Source: an optimization exercise on an open RTL-to-GDS flow (aim: small area, a short achievable clock period and few clock cycles per item). Production flows keep margins and buffers that such runs may drop.
Where RTL was checked, it was by simulation tests only, not by an equivalence proof against the original.

Design par_engine, start of the top module:
module par_engine (
    input  wire         clk,
    input  wire         rst_n,
    input  wire         in_valid,
    output wire         in_ready,
    input  wire         in_first,
    input  wire         in_last,
    input  wire [1:0]   in_kind,      
    input  wire [3:0]   in_sheet,
    input  wire [127:0] in_data,
    input  wire [1:0]   cfg_nerase,
    input  wire [3:0]   cfg_sx,
    input  wire [3:0]   cfg_sy,
    output reg          out_valid,
    input  wire         out_ready,
    output reg  [127:0] out_a,
    output reg  [127:0] out_b,
    output reg          out_lost
);
    function [7:0] xtime;
        input [7:0] a;
        xtime = {a[6:0], 1'b0} ^ (a[7] ? 8'h1D : 8'h00);
    endfunction
    function [7:0] gf_mul;
        input [7:0] a;
        input [7:0] b;
        integer i;
        reg [7:0] p, aa;
        begin
            p  = 8'h00;
            aa = a;
  ...
Size in the first run: about 5300 cells after synthesis, about 850 flip-flops, roughly 410 I/O pins.
Settings: LEC_CHECK=0, CAP_MARGIN=20, CORE_MARGIN=2, CORE_UTILIZATION=55, CTS_BUF_LIST=sky130_fd_sc_hd__clkbuf_16, CTS_CLUSTER_DIAMETER=100, CTS_CLUSTER_SIZE=24, SLEW_MARGIN=20; clock period 22.0 ns.
standard.sh (not shown) runs the stock make flow with config.mk's settings and CLKGATE_MAP_FILE= SYNTH_SCRIPT=/design/flow/synth_recipe.tcl, a recipe that flattens the netlist after the stock synthesis.
==> flow/flow/run.sh <==
#!/bin/bash
set -euo pipefail
export BUFFER_PORTS_ARGS="-buffer_cell sky130_fd_sc_hd__buf_1"
bash standard.sh > flow.log 2>&1
Rerun with:
--- a/flow/design.v
+++ b/flow/design.v
@@ -88,62 +88,62 @@
     reg [7:0] v;
     always @(*) begin
         case (s1_kind)
             2'd0:    v = s1_ws ^ s1_y;
             2'd1:    v = s1_y;
             2'd2:    v = {7'd0, !n0};
             default: v = 8'h00;
         endcase
     end
     wire [7:0] coef = gf_mul(gf_inv(s1_l), v);
-    reg [63:0] cols;
-    integer j;
-    always @(*) begin
-        cols[7:0] = coef;
-        for (j = 1; j < 8; j = j + 1)
-            cols[8*j +: 8] = xtime(cols[8*(j-1) +: 8]);
-    end
     reg          s2_v;
     reg          s2_last;
     reg          s2_clr;      
     reg          s2_binc;     
     reg          s2_p;
     reg          s2_q;
     reg  [1:0]   s2_n;
-    reg  [63:0]  s2_cols;     
+    reg  [7:0]   s2_c;
     reg  [127:0] s2_d;
     always @(posedge clk) begin
         s2_v    <= rst_n && s1_v;
         s2_last <= s1_last;
         s2_clr  <= s1_v && s1_first;
         s2_binc <= s1_v && (s1_kind == 2'd0 || (s1_kind == 2'd1 && !n0));
         s2_p    <= s1_v && (s1_kind == 2'd1);
         s2_q    <= s1_v && (s1_kind == 2'd2);
         s2_n    <= s1_v ? s1_n : s2_n;
-        s2_cols <= s1_v ? cols : 64'd0;
+        s2_c    <= s1_v ? coef : 8'd0;
         s2_d    <= s1_d;
     end
     reg  [127:0] acc_a_n;
     reg  [127:0] acc_b_n;
     wire [127:0] acc_a = ~acc_a_n;
     wire [127:0] acc_b = ~acc_b_n;
     reg          g_sp;
     reg          g_sq;
     reg          a_done;      
+    reg [63:0] cols;
+    integer j;
+    always @(*) begin
+        cols[7:0] = s2_c;
+        for (j = 1; j < 8; j = j + 1)
+            cols[8*j +: 8] = xtime(cols[8*(j-1) +: 8]);
+    end
     reg [127:0] nxt_a;
     reg [127:0] nxt_b;
     integer l, b;
     always @(*) begin
         for (l = 0; l < 16; l = l + 1) begin
             nxt_a[8*l +: 8] = s2_clr ? 8'h00 : acc_a[8*l +: 8];
             for (b = 0; b < 8; b = b + 1)
-                if (s2_d[8*l + b]) nxt_a[8*l +: 8] = nxt_a[8*l +: 8] ^ s2_cols[8*b +: 8];
+                if (s2_d[8*l + b]) nxt_a[8*l +: 8] = nxt_a[8*l +: 8] ^ cols[8*b +: 8];
         end
         nxt_b = (s2_clr ? 128'd0 : acc_b) ^ (s2_binc ? s2_d : 128'd0);
     end
     wire nxt_sp = (!s2_clr && g_sp) || s2_p;
     wire nxt_sq = (!s2_clr && g_sq) || s2_q;
     wire r_n0 = (s2_n == 2'd0);
     wire r_n1 = (s2_n == 2'd1);
     wire r_n2 = s2_n[1];
     wire res_lost = r_n1 ? !(nxt_sp || nxt_sq) : r_n2 ? !(nxt_sp && nxt_sq) : 1'b0;
     wire a_from_b = r_n0 || (r_n1 && nxt_sp);
Cell area fell slightly.
Utilization rose by 0.61 points.
Via count rose slightly.
Die area fell slightly.
Clock skew fell by 0.026 ns.
Routed wire length stays flat.
No run of this note included a check of the RTL's function; only the layout flow was run.

========
The RTL this note starts from:
==> flow/design.v <==
module par_engine (
    input  wire         clk,
    input  wire         rst_n,
    input  wire         in_valid,
    output wire         in_ready,
    input  wire         in_first,
    input  wire         in_last,
    input  wire [1:0]   in_kind,      
    input  wire [3:0]   in_sheet,
    input  wire [127:0] in_data,
    input  wire [1:0]   cfg_nerase,
    input  wire [3:0]   cfg_sx,
    input  wire [3:0]   cfg_sy,
    output reg          out_valid,
    input  wire         out_ready,
    output reg  [127:0] out_a,
    output reg  [127:0] out_b,
    output reg          out_lost
);
    function [7:0] xtime;
        input [7:0] a;
        xtime = {a[6:0], 1'b0} ^ (a[7] ? 8'h1D : 8'h00);
    endfunction
    function [7:0] gf_mul;
        input [7:0] a;
        input [7:0] b;
        integer i;
        reg [7:0] p, aa;
        begin
            p  = 8'h00;
            aa = a;
            for (i = 0; i < 8; i = i + 1) begin
                if (b[i]) p = p ^ aa;
                aa = xtime(aa);
            end
            gf_mul = p;
        end
    endfunction
    localparam [247:0] E_TAB = 248'h261387CDE8743A1D80402010080402018E47ADD86C361B83CFE9FA7DB0582C;
    localparam [247:0] Z_TAB = 248'h8AC0E48574FBA9A0545FED729DA7F400F5A69C73EC5E55A1A8FA7584E5C18B;
    reg          s1_v;
    reg          s1_first;
    reg          s1_last;
    reg  [1:0]   s1_kind;
    reg  [3:0]   s1_sheet;
    reg  [127:0] s1_d;
    reg  [1:0]   g_n;
    reg  [3:0]   g_sx;
    reg  [3:0]   g_sy;
    reg          ready_r;
    assign in_ready = ready_r;
    wire take = in_valid && ready_r;
    reg          fresh;
    always @(posedge clk) begin
        if (!rst_n)
            fresh <= 1'b1;
        else if (take)
            fresh <= 1'b0;
        s1_v     <= rst_n && take;
        s1_first <= in_first || fresh;
        s1_last  <= in_last;
        s1_kind  <= in_kind;
        s1_sheet <= in_sheet;
        s1_d     <= in_data;
        if (!rst_n) begin
            g_n  <= 2'd0;
            g_sx <= 4'd0;
            g_sy <= 4'd0;
        end else if (take && in_first) begin
            g_n  <= cfg_nerase;
            g_sx <= cfg_sx;
            g_sy <= cfg_sy;
        end
    end
    wire       n0 = (g_n == 2'd0);
    wire       n1 = (g_n == 2'd1);
    wire       n2 = g_n[1];
    wire [3:0] r  = n2 ? g_sy : n1 ? g_sx : 4'd0;
    wire [3:0] s_e = (s1_kind == 2'd2) ? 4'd0 : s1_sheet;
    wire [4:0] e  = {1'b0, s_e} + 5'd15 - {1'b0, r};
    wire [7:0] we = E_TAB[8*e +: 8];
    wire [4:0] d  = {1'b0, g_sx} + 5'd15 - {1'b0, g_sy};
    wire [7:0] z  = n2 ? Z_TAB[8*d +: 8] : 8'h01;
    reg [7:0] v;
    always @(*) begin
        case (s1_kind)
            2'd0:    v = {we[7:1], we[0] ^ n2};
            2'd1:    v = {7'd0, n2};
            2'd2:    v = n0 ? 8'h00 : we;
            default: v = 8'h00;
        endcase
    end
    wire [7:0] coef = gf_mul(z, v);
    reg          s2_v;
    reg          s2_last;
    reg          s2_clr;      
    reg          s2_binc;     
    reg          s2_p;
    reg          s2_q;
    reg  [1:0]   s2_n;
    reg  [7:0]   s2_c;
    reg  [127:0] s2_d;
    always @(posedge clk) begin
        s2_v    <= rst_n && s1_v;
        s2_last <= s1_last;
        s2_clr  <= s1_v && s1_first;
        s2_binc <= s1_v && (s1_kind == 2'd0 || (s1_kind == 2'd1 && !n0));
        s2_p    <= s1_v && (s1_kind == 2'd1);
        s2_q    <= s1_v && (s1_kind == 2'd2);
        s2_n    <= g_n;
        s2_c    <= s1_v ? coef : 8'd0;
        s2_d    <= s1_d;
    end
    reg  [127:0] acc_a_n;
    reg  [127:0] acc_b_n;
    wire [127:0] acc_a = ~acc_a_n;
    wire [127:0] acc_b = ~acc_b_n;
    reg          g_sp;
    reg          g_sq;
    reg          a_done;      
    reg [63:0] cols;
    integer j;
    always @(*) begin
        cols[7:0] = s2_c;
        for (j = 1; j < 8; j = j + 1)
            cols[8*j +: 8] = xtime(cols[8*(j-1) +: 8]);
    end
    reg [127:0] nxt_a;
    reg [127:0] nxt_b;
    integer l, b;
    always @(*) begin
        for (l = 0; l < 16; l = l + 1) begin
            nxt_a[8*l +: 8] = s2_clr ? 8'h00 : acc_a[8*l +: 8];
            for (b = 0; b < 8; b = b + 1)
                if (s2_d[8*l + b]) nxt_a[8*l +: 8] = nxt_a[8*l +: 8] ^ cols[8*b +: 8];
        end
        nxt_b = (s2_clr ? 128'd0 : acc_b) ^ (s2_binc ? s2_d : 128'd0);
    end
    wire nxt_sp = (!s2_clr && g_sp) || s2_p;
    wire nxt_sq = (!s2_clr && g_sq) || s2_q;
    wire r_n0 = (s2_n == 2'd0);
    wire r_n1 = (s2_n == 2'd1);
    wire r_n2 = s2_n[1];
    wire res_lost = r_n1 ? !(nxt_sp || nxt_sq) : r_n2 ? !(nxt_sp && nxt_sq) : 1'b0;
    wire a_from_b = r_n0 || (r_n1 && nxt_sp);
    wire [127:0] res_a = res_lost ? 128'd0 : (a_from_b ? nxt_b : nxt_a);
    wire [127:0] res_b = (res_lost || r_n1) ? 128'd0 : r_n0 ? nxt_a : (nxt_a ^ nxt_b);
    wire fin      = (s2_v && s2_last) || a_done;
    wire out_free = !out_valid;
    wire out_load = fin && out_free;
    wire n_s1last = take && in_last;
    wire n_fin    = (s1_v && s1_last) || (fin && !out_free);
    wire n_ov     = out_load || (out_valid && !out_ready);
    wire n_ready  = !((n_s1last || (n_fin && n_ov)) && (n_fin || n_ov));
    always @(posedge clk) begin
        acc_a_n <= ~nxt_a;
        acc_b_n <= ~nxt_b;
        g_sp  <= nxt_sp;
        g_sq  <= nxt_sq;
        if (out_load) begin
            out_a    <= res_a;
            out_b    <= res_b;
            out_lost <= res_lost;
        end
        if (!rst_n) begin
            a_done    <= 1'b0;
            out_valid <= 1'b0;
            ready_r   <= 1'b1;
        end else begin
            a_done    <= fin && !out_free;
            out_valid <= n_ov;
            ready_r   <= n_ready;
        end
    end
endmodule
export LEC_CHECK = 0
export CAP_MARGIN = 20
export CORE_MARGIN = 2
export CORE_UTILIZATION = 55
export CTS_BUF_LIST = sky130_fd_sc_hd__clkbuf_16
export CTS_CLUSTER_DIAMETER = 100
export CTS_CLUSTER_SIZE = 24
export SLEW_MARGIN = 20
create_clock -name core_clock -period 22.0 [get_ports {clk}]
==> flow/flow/run.sh <==
#!/bin/bash
set -euo pipefail
export BUFFER_PORTS_ARGS="-buffer_cell sky130_fd_sc_hd__buf_1"
export CTS_ARGS="-sink_clustering_enable -repair_clock_nets -sink_clustering_size 24 -sink_clustering_max_diameter 100 -buf_list sky130_fd_sc_hd__clkbuf_16 -sink_clustering_levels 1 -dont_use_dummy_load"
bash standard.sh > flow.log 2>&1
The starting point went through all stages and came out clean.
Testbench counts at the start, summed over its fixed seeds: cycles 24,088, items 3,200.
Rerun with:
--- a/flow/design.v
+++ b/flow/design.v
@@ -34,12 +34,27 @@
                 aa = xtime(aa);
             end
             gf_mul = p;
         end
     endfunction
-    localparam [247:0] E_TAB = 248'h261387CDE8743A1D80402010080402018E47ADD86C361B83CFE9FA7DB0582C;
-    localparam [247:0] Z_TAB = 248'h8AC0E48574FBA9A0545FED729DA7F400F5A69C73EC5E55A1A8FA7584E5C18B;
+    localparam [127:0]  W_TAB  = 128'h261387CDE8743A1D8040201008040201;
+    localparam [127:0]  K1_TAB = 128'h2C58B07DFAE9CF831B366CD8AD478E01;
+    localparam [2047:0] K2_TAB = 2048'h00C382B4A868A0A946177A403339608AC3009B19754DD05D4F8C2EF4806672C0829B002B32EA9ABDBA9E055CF51DCCE4B4192B005664C9296769210AB8F73A85A875325600ACC88F52CED242146DF374684DEA64AC00458D03A481B98428DAFBA0D09AC9C845008A0706551F6F1550A9A95DBD298F8D8A00090E0CAA3EDE2AA0464FBA675203070900121C18497CA154178C9E69CEA4060E120024383092F85F7A2E0521D281550C1C240048706039ED40F45C0A42B91FAA1838480090E0C0723380F5B814846F3E49307090003DDD9D39661DF76D2815DE7C9260E03D007AA76072CC3AF3DA502AA1F839C0DD7A00F48AC0E48574FBA9A0545FED729DA7F400;
+    function [7:0] gf_w;
+        input [3:0] s;
+        gf_w = W_TAB[8*s +: 8];
+    endfunction
+    function [7:0] gf_k;
+        input [1:0] n;
+        input [3:0] sx;
+        input [3:0] sy;
+        begin
+            if (n == 2'd0)      gf_k = 8'h01;
+            else if (n == 2'd1) gf_k = K1_TAB[8*sx +: 8];
+            else                gf_k = K2_TAB[8*{sx, sy} +: 8];
+        end
+    endfunction
     reg          s1_v;
     reg          s1_first;
     reg          s1_last;
     reg  [1:0]   s1_kind;
     reg  [3:0]   s1_sheet;
@@ -48,51 +63,36 @@
     reg  [3:0]   g_sx;
     reg  [3:0]   g_sy;
     reg          ready_r;
     assign in_ready = ready_r;
     wire take = in_valid && ready_r;
-    reg          fresh;
     always @(posedge clk) begin
-        if (!rst_n)
-            fresh <= 1'b1;
-        else if (take)
-            fresh <= 1'b0;
         s1_v     <= rst_n && take;
-        s1_first <= in_first || fresh;
+        s1_first <= in_first;
         s1_last  <= in_last;
         s1_kind  <= in_kind;
         s1_sheet <= in_sheet;
         s1_d     <= in_data;
-        if (!rst_n) begin
-            g_n  <= 2'd0;
-            g_sx <= 4'd0;
-            g_sy <= 4'd0;
-        end else if (take && in_first) begin
+        if (take && in_first) begin
             g_n  <= cfg_nerase;
             g_sx <= cfg_sx;
             g_sy <= cfg_sy;
         end
     end
     wire       n0 = (g_n == 2'd0);
-    wire       n1 = (g_n == 2'd1);
     wire       n2 = g_n[1];
-    wire [3:0] r  = n2 ? g_sy : n1 ? g_sx : 4'd0;
-    wire [3:0] s_e = (s1_kind == 2'd2) ? 4'd0 : s1_sheet;
-    wire [4:0] e  = {1'b0, s_e} + 5'd15 - {1'b0, r};
-    wire [7:0] we = E_TAB[8*e +: 8];
-    wire [4:0] d  = {1'b0, g_sx} + 5'd15 - {1'b0, g_sy};
-    wire [7:0] z  = n2 ? Z_TAB[8*d +: 8] : 8'h01;
+    wire [7:0] y  = n2 ? gf_w(g_sy) : 8'h00;
     reg [7:0] v;
     always @(*) begin
         case (s1_kind)
-            2'd0:    v = {we[7:1], we[0] ^ n2};
-            2'd1:    v = {7'd0, n2};
-            2'd2:    v = n0 ? 8'h00 : we;
+            2'd0:    v = gf_w(s1_sheet) ^ y;
+            2'd1:    v = y;
+            2'd2:    v = {7'd0, !n0};
             default: v = 8'h00;
         endcase
     end
-    wire [7:0] coef = gf_mul(z, v);
+    wire [7:0] coef = gf_mul(gf_k(g_n, g_sx, g_sy), v);
     reg          s2_v;
     reg          s2_last;
     reg          s2_clr;      
     reg          s2_binc;     
     reg          s2_p;
@@ -109,13 +109,12 @@
         s2_q    <= s1_v && (s1_kind == 2'd2);
         s2_n    <= g_n;
         s2_c    <= s1_v ? coef : 8'd0;
         s2_d    <= s1_d;
     end
-    reg  [127:0] acc_a_n;
+    reg  [127:0] acc_a;
     reg  [127:0] acc_b_n;
-    wire [127:0] acc_a = ~acc_a_n;
     wire [127:0] acc_b = ~acc_b_n;
     reg          g_sp;
     reg          g_sq;
     reg          a_done;      
     reg [63:0] cols;
@@ -151,11 +150,11 @@
     wire n_s1last = take && in_last;
     wire n_fin    = (s1_v && s1_last) || (fin && !out_free);
     wire n_ov     = out_load || (out_valid && !out_ready);
     wire n_ready  = !((n_s1last || (n_fin && n_ov)) && (n_fin || n_ov));
     always @(posedge clk) begin
-        acc_a_n <= ~nxt_a;
+        acc_a <= nxt_a;
         acc_b_n <= ~nxt_b;
         g_sp  <= nxt_sp;
         g_sq  <= nxt_sq;
         if (out_load) begin
             out_a    <= res_a;
After rerunning: The changed run completed with no timing, DRC or antenna violations; fmax stays flat; count of clock-buffer cells in the layout climbs by 1; hold slack degrades by 0.020 ns; sequential cell count drops by 1.
Testbench counts after the change, summed over its fixed seeds: cycles 24,088, items 3,200.

-- separate check: timing with driven ports --
The results above use ideal ports. As a check the final layouts listed here were re-extracted and re-timed, cells and wires unchanged.
Step 1: set_driving_cell puts a clkbuf_16 on clk and a buf_2 on each other input, an assumption about the parent block.
Step 2, shift: input delay + t, output delay - t, t = (earliest + latest rising clock arrival at the registers) / 2. This alone moves slack from input paths to output paths.
Slacks: ideal / step 1 / step 2; pairs: ideal / step 1.
| run | shift t [ns] | slack for setup (ns) | worst hold slack (ns) | worst setup path after step 2 | worst register clock-pin slew, ns |
|---|---|---|---|---|---|
| the first run of note 1 | 0.672 | 15.368 / 15.410 / 14.737 | 0.297 / 0.297 / 0.297 | input to register | 0.11 / 0.11 |
| the second run of note 1 | 0.679 | 15.769 / 15.817 / 15.138 | 0.309 / 0.309 / 0.309 | input to register | 0.11 / 0.11 |
| the first run of note 2 | 0.670 | 16.301 / 16.232 / 16.492 | 0.305 / 0.305 / 0.305 | register to register | 0.10 / 0.10 |
| the second run of note 2 | 0.663 | 16.309 / 16.243 / 16.607 | 0.285 / 0.285 / 0.285 | register to register | 0.10 / 0.10 |
After both steps every run listed still meets setup and hold.
